Background: an optimization exercise with open tools, aiming at small area, a short achievable clock period and few clock cycles. Do not read the settings as production practice. The RTL was checked by simulation tests, not by an equivalence proof against the original design.

`flow/constraint.sdc`:
```
create_clock -name core_clock -period 8.0 [get_ports {clk}]
set_input_delay 1.6000 -clock core_clock [delete_from_list [all_inputs] [get_ports {clk}]]
set_output_delay 1.6000 -clock core_clock [all_outputs]
set_load 0.01 [all_outputs]
```
`flow/design.v`:
```
module chk_unit (
    input  wire        clk,
    input  wire        rst,
    input  wire        wr_en,
    input  wire [1:0]  wr_kind,    
    input  wire [31:0] wr_data,
    input  wire [3:0]  wr_strb,
    output wire        full,
    output wire        drained,
    input  wire        rd_en,
    input  wire [2:0]  rd_reg,     
    output reg  [31:0] rd_data
);
    localparam K_CTL = 2'd0, K_DATA = 2'd1, K_VLO = 2'd2, K_VHI = 2'd3;
    function [63:0] alg_mask(input [1:0] a);
        case (a)
            2'd0, 2'd1: alg_mask = 64'h0000_0000_FFFF_FFFF;
            2'd2:       alg_mask = 64'h0000_0000_0000_FFFF;
            default:    alg_mask = 64'hFFFF_FFFF_FFFF_FFFF;
        endcase
    endfunction
    function [63:0] alg_init(input [1:0] a);
        case (a)
            2'd0, 2'd1: alg_init = 64'h0000_0000_FFFF_FFFF;
            2'd2:       alg_init = 64'h0000_0000_0000_FFFF;
            default:    alg_init = 64'h0;
        endcase
    endfunction
    function [63:0] alg_xorout(input [1:0] a);
        case (a)
            2'd0, 2'd1: alg_xorout = 64'h0000_0000_FFFF_FFFF;
            default:    alg_xorout = 64'h0;
        endcase
    endfunction
    function [63:0] crc_byte(input [1:0] a, input [63:0] v, input [7:0] b);
        reg [31:0] r32;
        reg [15:0] r16;
        reg [63:0] r64;
        integer i;
        begin
            r32 = v[31:0] ^ {24'h0, b};
            r16 = v[15:0] ^ {b, 8'h0};
            r64 = v ^ {b, 56'h0};
            for (i = 0; i < 8; i = i + 1) begin
                if (a == 2'd0)
                    r32 = r32[0] ? ((r32 >> 1) ^ 32'h82F6_3B78) : (r32 >> 1);
                else
                    r32 = r32[0] ? ((r32 >> 1) ^ 32'hEDB8_8320) : (r32 >> 1);
                r16 = r16[15] ? ((r16 << 1) ^ 16'h1021) : (r16 << 1);
                r64 = r64[63] ? ((r64 << 1) ^ 64'h42F0_E1EB_A9EA_3693) : (r64 << 1);
            end
            case (a)
                2'd0, 2'd1: crc_byte = {32'h0, r32};
                2'd2:       crc_byte = {48'h0, r16};
                default:    crc_byte = r64;
            endcase
        end
    endfunction
    reg [37:0] q_mem [0:15];      
    reg [3:0]  q_wptr, q_rptr;
    reg [4:0]  q_count;
    wire [37:0] head      = q_mem[q_rptr];
    wire [1:0]  head_kind = head[37:36];
    wire [3:0]  head_strb = head[35:32];
    wire [31:0] head_data = head[31:0];
    assign full    = (q_count == 5'd16);
    assign drained = (q_count == 5'd0);
    reg [1:0]  alg;
    reg [63:0] value;             
    reg [3:0]  done_bytes;        
    reg [31:0] value_hi_latch;
    reg [31:0] result_hi_latch;
    wire [3:0] pend = head_strb & ~done_bytes;
    reg  [1:0] byte_idx;
    always @(*) begin
        if (pend[0])      byte_idx = 2'd0;
        else if (pend[1]) byte_idx = 2'd1;
        else if (pend[2]) byte_idx = 2'd2;
        else              byte_idx = 2'd3;
    end
    wire [3:0] byte_bit  = 4'b0001 << byte_idx;
    wire [7:0] byte_val  = head_data[byte_idx*8 +: 8];
    wire       last_byte = ((pend & ~byte_bit) == 4'b0000);
    wire        busy   = !drained;
    wire [63:0] vmask  = value & alg_mask(alg);
    function [31:0] merge(input [31:0] old, input [31:0] d, input [3:0] s);
        integer j;
        begin
            for (j = 0; j < 4; j = j + 1)
                merge[j*8 +: 8] = s[j] ? d[j*8 +: 8] : old[j*8 +: 8];
        end
    endfunction
    reg        pop;
    reg [1:0]  alg_n;
    reg [63:0] value_n;
    reg [3:0]  done_n;
    always @(*) begin
        pop     = 1'b0;
        alg_n   = alg;
        value_n = value;
        done_n  = done_bytes;
        if (busy) begin
            case (head_kind)
                K_CTL: begin
                    pop = 1'b1;
                    if (head_strb[0]) alg_n = head_data[1:0];
                    if (head_strb[1] && head_data[8])
                        value_n = alg_init(alg_n);
                end
                K_DATA: begin
                    if (pend == 4'b0000) begin
                        pop    = 1'b1;
                        done_n = 4'b0000;
                    end else begin
                        value_n = crc_byte(alg, vmask, byte_val) & alg_mask(alg);
                        if (last_byte) begin
                            pop    = 1'b1;
                            done_n = 4'b0000;
                        end else begin
                            done_n = done_bytes | byte_bit;
                        end
                    end
                end
                K_VLO: begin
                    pop     = 1'b1;
                    value_n = {value[63:32], merge(value[31:0], head_data, head_strb)} & alg_mask(alg);
                end
                default: begin
                    pop     = 1'b1;
                    value_n = {merge(value[63:32], head_data, head_strb), value[31:0]} & alg_mask(alg);
                end
            endcase
        end
    end
    always @(posedge clk) begin
        if (wr_en)
            q_mem[q_wptr] <= {wr_kind, wr_strb, wr_data};
    end
    always @(posedge clk) begin
        if (rst) begin
            q_wptr     <= 4'd0;
            q_rptr     <= 4'd0;
            q_count    <= 5'd0;
            alg        <= 2'd0;
            value      <= 64'h0;
            done_bytes <= 4'd0;
        end else begin
            if (wr_en) q_wptr <= q_wptr + 4'd1;
            if (pop)   q_rptr <= q_rptr + 4'd1;
            q_count    <= q_count + {4'd0, wr_en} - {4'd0, pop};
            alg        <= alg_n;
            value      <= value_n;
            done_bytes <= done_n;
        end
    end
    wire [63:0] result = vmask ^ alg_xorout(alg);
    always @(*) begin
        case (rd_reg)
            3'd0:    rd_data = {30'h0, alg};      
            3'd2:    rd_data = vmask[31:0];       
            3'd3:    rd_data = value_hi_latch;    
            3'd4:    rd_data = result[31:0];      
            3'd5:    rd_data = result_hi_latch;   
            default: rd_data = 32'h0;             
        endcase
    end
    always @(posedge clk) begin
        if (rst) begin
            value_hi_latch  <= 32'h0;
            result_hi_latch <= 32'h0;
        end else if (rd_en) begin
            if (rd_reg == 3'd2) value_hi_latch  <= vmask[63:32];
            if (rd_reg == 3'd4) result_hi_latch <= result[63:32];
        end
    end
endmodule
module chk_top (
    input  wire        clk,
    input  wire        rst,
    input  wire        req_valid,
    output wire        req_ready,
    input  wire        req_write,
    input  wire [9:0]  req_addr,
    input  wire [31:0] req_wdata,
    input  wire [3:0]  req_wstrb,
    output reg         rsp_valid,
    output reg  [31:0] rsp_rdata
);
    wire [1:0] unit   = req_addr[9:8];
    wire [5:0] regidx = req_addr[7:2];
    wire queued = req_write && (regidx < 6'd4);
    wire [3:0]  full, drained;
    wire [31:0] rd_data [0:3];
    assign req_ready = !req_write ? drained[unit] :
                       queued     ? !full[unit]   : 1'b1;
    wire accept = req_valid && req_ready;
    genvar u;
    generate
        for (u = 0; u < 4; u = u + 1) begin : g_unit
            chk_unit i_unit (
                .clk     (clk),
                .rst     (rst),
                .wr_en   (accept && queued && unit == u),
                .wr_kind (regidx[1:0]),
                .wr_data (req_wdata),
                .wr_strb (req_wstrb),
                .full    (full[u]),
                .drained (drained[u]),
                .rd_en   (accept && !req_write && unit == u && regidx < 6'd8),
                .rd_reg  (regidx[2:0]),
                .rd_data (rd_data[u])
            );
        end
    endgenerate
    wire [31:0] rd_sel = (regidx < 6'd8) ? rd_data[unit] : 32'h0;
    always @(posedge clk) begin
        if (rst) begin
            rsp_valid <= 1'b0;
            rsp_rdata <= 32'h0;
        end else begin
            rsp_valid <= accept && !req_write;
            if (accept && !req_write)
                rsp_rdata <= rd_sel;
        end
    end
endmodule
```
`flow/run.sh`:
```
#!/bin/bash
# synth_recipe.tcl (not shown) runs the flow's synth.tcl, then flattens the netlist and writes it again
# the make line also repeats each setting of config.mk as NAME=value (left out here)
make -C /OpenROAD-flow-scripts/flow DESIGN_CONFIG=/design/flow/config.mk WORK_HOME=/design/flow/orfs CLKGATE_MAP_FILE= SYNTH_SCRIPT=/design/flow/synth_recipe.tcl finish
```
`flow/config.mk`:
```
export PLATFORM = sky130hd
export DESIGN_NAME = chk_top
export DESIGN_NICKNAME = chk_top
export VERILOG_FILES = /design/flow/design.v
export SDC_FILE = /design/flow/constraint.sdc
export NUM_CORES = 4
export LEC_CHECK = 0
export CAP_MARGIN = 20
export CORE_MARGIN = 2
export CORE_UTILIZATION = 40
export SLEW_MARGIN = 20
```
==> results.tsv <==
stage	metric	value	unit
status	status	timing/DRC/antenna clean	
place	routabilityCongestion	0.976	
critical_path	timing.critical_path.fanout_max	30	
place	dp_cells	15100	
clock_network	cts_buffer_depth	4	
detailed_routing	drtIter0Drc	12800	
critical_path	slowest_stage	xor2_1	
timing	rsz0062_at_grt	false	
clock_network	clk_pin_slew_worst_paths	60	ps
layout	drive_gt1_share	17.4	%
critical_path	end_kind	flip-flop	
clock_network	postCtsSetupBuffers	0	
timing	fmax	0.153	GHz
detailed_routing	drt.antenna.violating_nets	0	
layout	instances_no_fill	15700	
synth	ys_types	102	
flow_run	drv_cap	0	
layout	syn_to_final_growth	12.2	%
place	numPortBuffers	81	
global_route	antenna_found_initial	18	
synth	ys_ff_latch	3069	
detailed_routing	via_count	94700	
timing	slew_violations	0	
detailed_routing	drcViolationCount	0	
die	dieArea	364000	um^2
detailed_routing	wl_per_cell	30.6	um
detailed_routing	wirelength	478000	um
place	dp_hpwl	314000	um
synth	synth_nets	10700	
die	start_util	40.3	%
layout	final_common_cell	edfxtp_1	
global_route	grt_start_max_net_pins	154	
clock_network	insertion_delay	970	ps
clock_network	cts_tree	built	
clock_network	htreeDepth	5	
timing	whs	454	ps
critical_path	cp_data_arrival_time	7380	ps
synth	dominantRegCellSynth	edfxtp_1	
timing	finalHoldViolCount	0	
critical_path	crit_required	8850	ps
timing	min_period	6530	ps
global_route	first_global_vias	91700	
clock_network	cts_root_buffer	clkbuf_16	
synth	avgSynthCellArea	13.5	um^2
clock_network	clock_sinks	3069	
die	die_h	603	um
synth	async_flop_share	0	%
synth	yosysSeqAreaShare	59.8	%
timing	finClkSkew	108	ps
synth	synth_warnings	2	
layout	final_cell_mix	edfxtp_1, nand2_1, a21oi_1	
layout	multi_input_area	54400	um^2
layout	fillers	31300	
detailed_routing	vias_per_cell	6.05	
timing	period_share	81.6	%
critical_path	path_cells	mux4_2, mux4_2, and2_4, nor2_1, a22oi_2, xor2_1, xnor2_2, xor2_2, xor2_2, xnor2_1, nand2_1, o2111a_1, a211oi_1	
synth	synth_edf_count	2432	
timing	setup-violations-final	0	
synth	synth_cells	10600	
global_route	overflow	0	
die	die-width	603	um
layout	num-nets-final	10800	
critical_path	max_stage_delay	900	ps
worst_hold_path	hold_path.class	flip-flop to flip-flop	
clock_network	post_cts_resized	0	
critical_path	startpoint_type	flip-flop	
detailed_routing	drtPass1Iterations	9	
layout	layout.area.seq	85800	um^2
die	core	356000	um^2
global_route	grt_pass1_wl	681000	um
timing	fin_setup_tns	0	ps
die	rows	219	
timing	maxSlewHeadroom	18.7	%
global_route	grtUsageTotal	25.8	%
critical_path	worst-setup-path-type	flip-flop to flip-flop	
timing	worst_pin_slew	1220	ps
clock_network	cts_made_buffers	330	
die	ios	84	
synth	syn_area	144000	um^2
clock_network	cts_hold_buf	0	
==> final cells by class <==
type | count | share of cell area (%)
multi-input cells | 6677 | 33.8
diodes | 4 | 0.00622
inverters | 104 | 0.242
flip-flops and latches | 3069 | 53.3
clock buffers | 408 | 5.43
clock inverters | 190 | 1.19
well taps | 4751 | 3.69
repair buffers | 455 | 2.34
==> worst paths after layout <==
check | slack, ps | cells after the start | endpoint | start
setup / recovery | 1470 | 13 | g_unit[0].i_unit.value[56] | flip-flop
hold / removal | 450 | 2 | g_unit[0].i_unit.value_hi_latch[18] | g_unit[0].i_unit.value_hi_latch[18]
setup reg to reg | 1470 | 13 | g_unit[0].i_unit.value[56] | flip-flop
hold reg to reg | 450 | 2 | g_unit[0].i_unit.value_hi_latch[18] | g_unit[0].i_unit.value_hi_latch[18]
==> cells in the mapped netlist, types with 23 or more instances <==
library cell | count | area (um^2)
edfxtp_1 | 2432 | 73000
nand2_1 | 1003 | 3760
a21oi_1 | 812 | 4060
xnor2_1 | 761 | 6670
mux4_2 | 727 | 16400
nor2_1 | 698 | 2620
dfxtp_1 | 637 | 12800
clkbuf_1 | 504 | 1890
o21ai_0 | 484 | 2420
xor2_1 | 331 | 2900
nand3_1 | 268 | 1340
a22oi_1 | 125 | 938
a221oi_1 | 100 | 876
inv_1 | 95 | 357
buf_1 | 94 | 353
o211ai_1 | 94 | 706
mux2i_1 | 91 | 911
buf_2 | 87 | 435
nor3_1 | 85 | 425
and2_1 | 81 | 507
a211oi_1 | 79 | 593
a31oi_1 | 69 | 432
ha_1 | 60 | 751
a21o_1 | 48 | 360
nor2b_1 | 48 | 300
buf_4 | 45 | 338
nand2b_1 | 41 | 257
o22ai_1 | 38 | 238
mux2_2 | 37 | 417
nand4_1 | 36 | 225
a221o_1 | 31 | 310
buf_6 | 30 | 338
xnor2_2 | 30 | 488
or3_1 | 29 | 181
o221ai_1 | 27 | 236
and3_1 | 25 | 156
xor2_2 | 25 | 407
o21ai_1 | 23 | 115
==> layer usage <==
layer  vias up  share of wire [%]  track usage [%]
met4         0                4.0             9.19
li1      40200                  -                -
met1     48500                 42             36.8
met2      5110                 44             38.9
met5         -                  0                0
met3       858                9.9             5.30
==> through the flow <==
step | util [%] | cell area [um^2] | setup slack [ps]
5_1_grt | 45.2 | 161000 | 1200
3_3_place_gp | 42.1 | 150000 | 1380
6_report | 45.2 | 161000 | 1470
4_1_cts | 45.1 | 161000 | 1590
2_1_floorplan | - | 144000 | 1710
3_5_place_dp | 42.1 | 150000 | 1360
==> cell families (layout without fill, tap and decap cells) <==
| kind of cell | Yosys count | count (layout) | synth area share [%] |
|---|---|---|---|
| DFF | 3069 | 3069 | 59.8 |
| and+or+nand+nor | 2368 | 2368 | 7.09 |
| AOI/OAI and AO/OA | 2197 | 2197 | 9.61 |
| xor gates and xnor gates | 1184 | 1184 | 7.93 |
| buffers and inverters | 864 | 1157 | 2.61 |
| muxes | 863 | 863 | 12.4 |
| adders and majority gates | 65 | 65 | 0.586 |
| other | 0 | 4 | 0 |
==> worst max-delay path: cells and delay by family (launching register included) <==
kind | cells | cell delay [ps]
AO/OA/AOI/OAI | 3 | 650
XOR/XNOR | 5 | 2710
flip-flops | 1 | 780
multiplexers | 2 | 1320
AND/OR/NAND/NOR | 3 | 930
==> flip-flops by register name (all words and copies together) (netlist names), named ones only <==
signal	flops
g_unit.i_unit.q_mem	2432
g_unit.i_unit.value	256
g_unit.i_unit.result_hi_latch	128
g_unit.i_unit.value_hi_latch	128
rsp_rdata	32
g_unit.i_unit.q_count	20
g_unit.i_unit.done_bytes	16
g_unit.i_unit.q_rptr	16
g_unit.i_unit.q_wptr	16
g_unit.i_unit.alg	8
rsp_valid	1
Testbench counts, summed over its fixed seeds: cycles 35,136.

==> re-timing with driven ports <==
No port has a modelled driver above. Below, the same layout with a new extraction and two added sets of constraints. Step 1 (the two cells are an assumption about what drives the block):
set clk [get_ports {clk}]
set_driving_cell -lib_cell sky130_fd_sc_hd__clkbuf_16 $clk
set_driving_cell -lib_cell sky130_fd_sc_hd__buf_2 [delete_from_list [all_inputs] $clk]
Step 2, shift: input delay + t, output delay - t, t = (earliest + latest rising clock arrival at the registers) / 2. This alone moves slack from input paths to output paths. Three values: no drivers, after step 1, after step 2; two values: the first two.
t, ns: 1.027
setup slack, ns: 1.473 / 1.473 / 1.407
worst hold slack (ns): 0.454 / 0.454 / 0.454
worst data-port slew with drivers (ns): 0.27
cell pins on the clock port's net: 1
After both steps setup and hold are still met in this run. For this run, drivers alone change the setup slack by 0.000 ns; drivers and shift together by -0.066 ns.
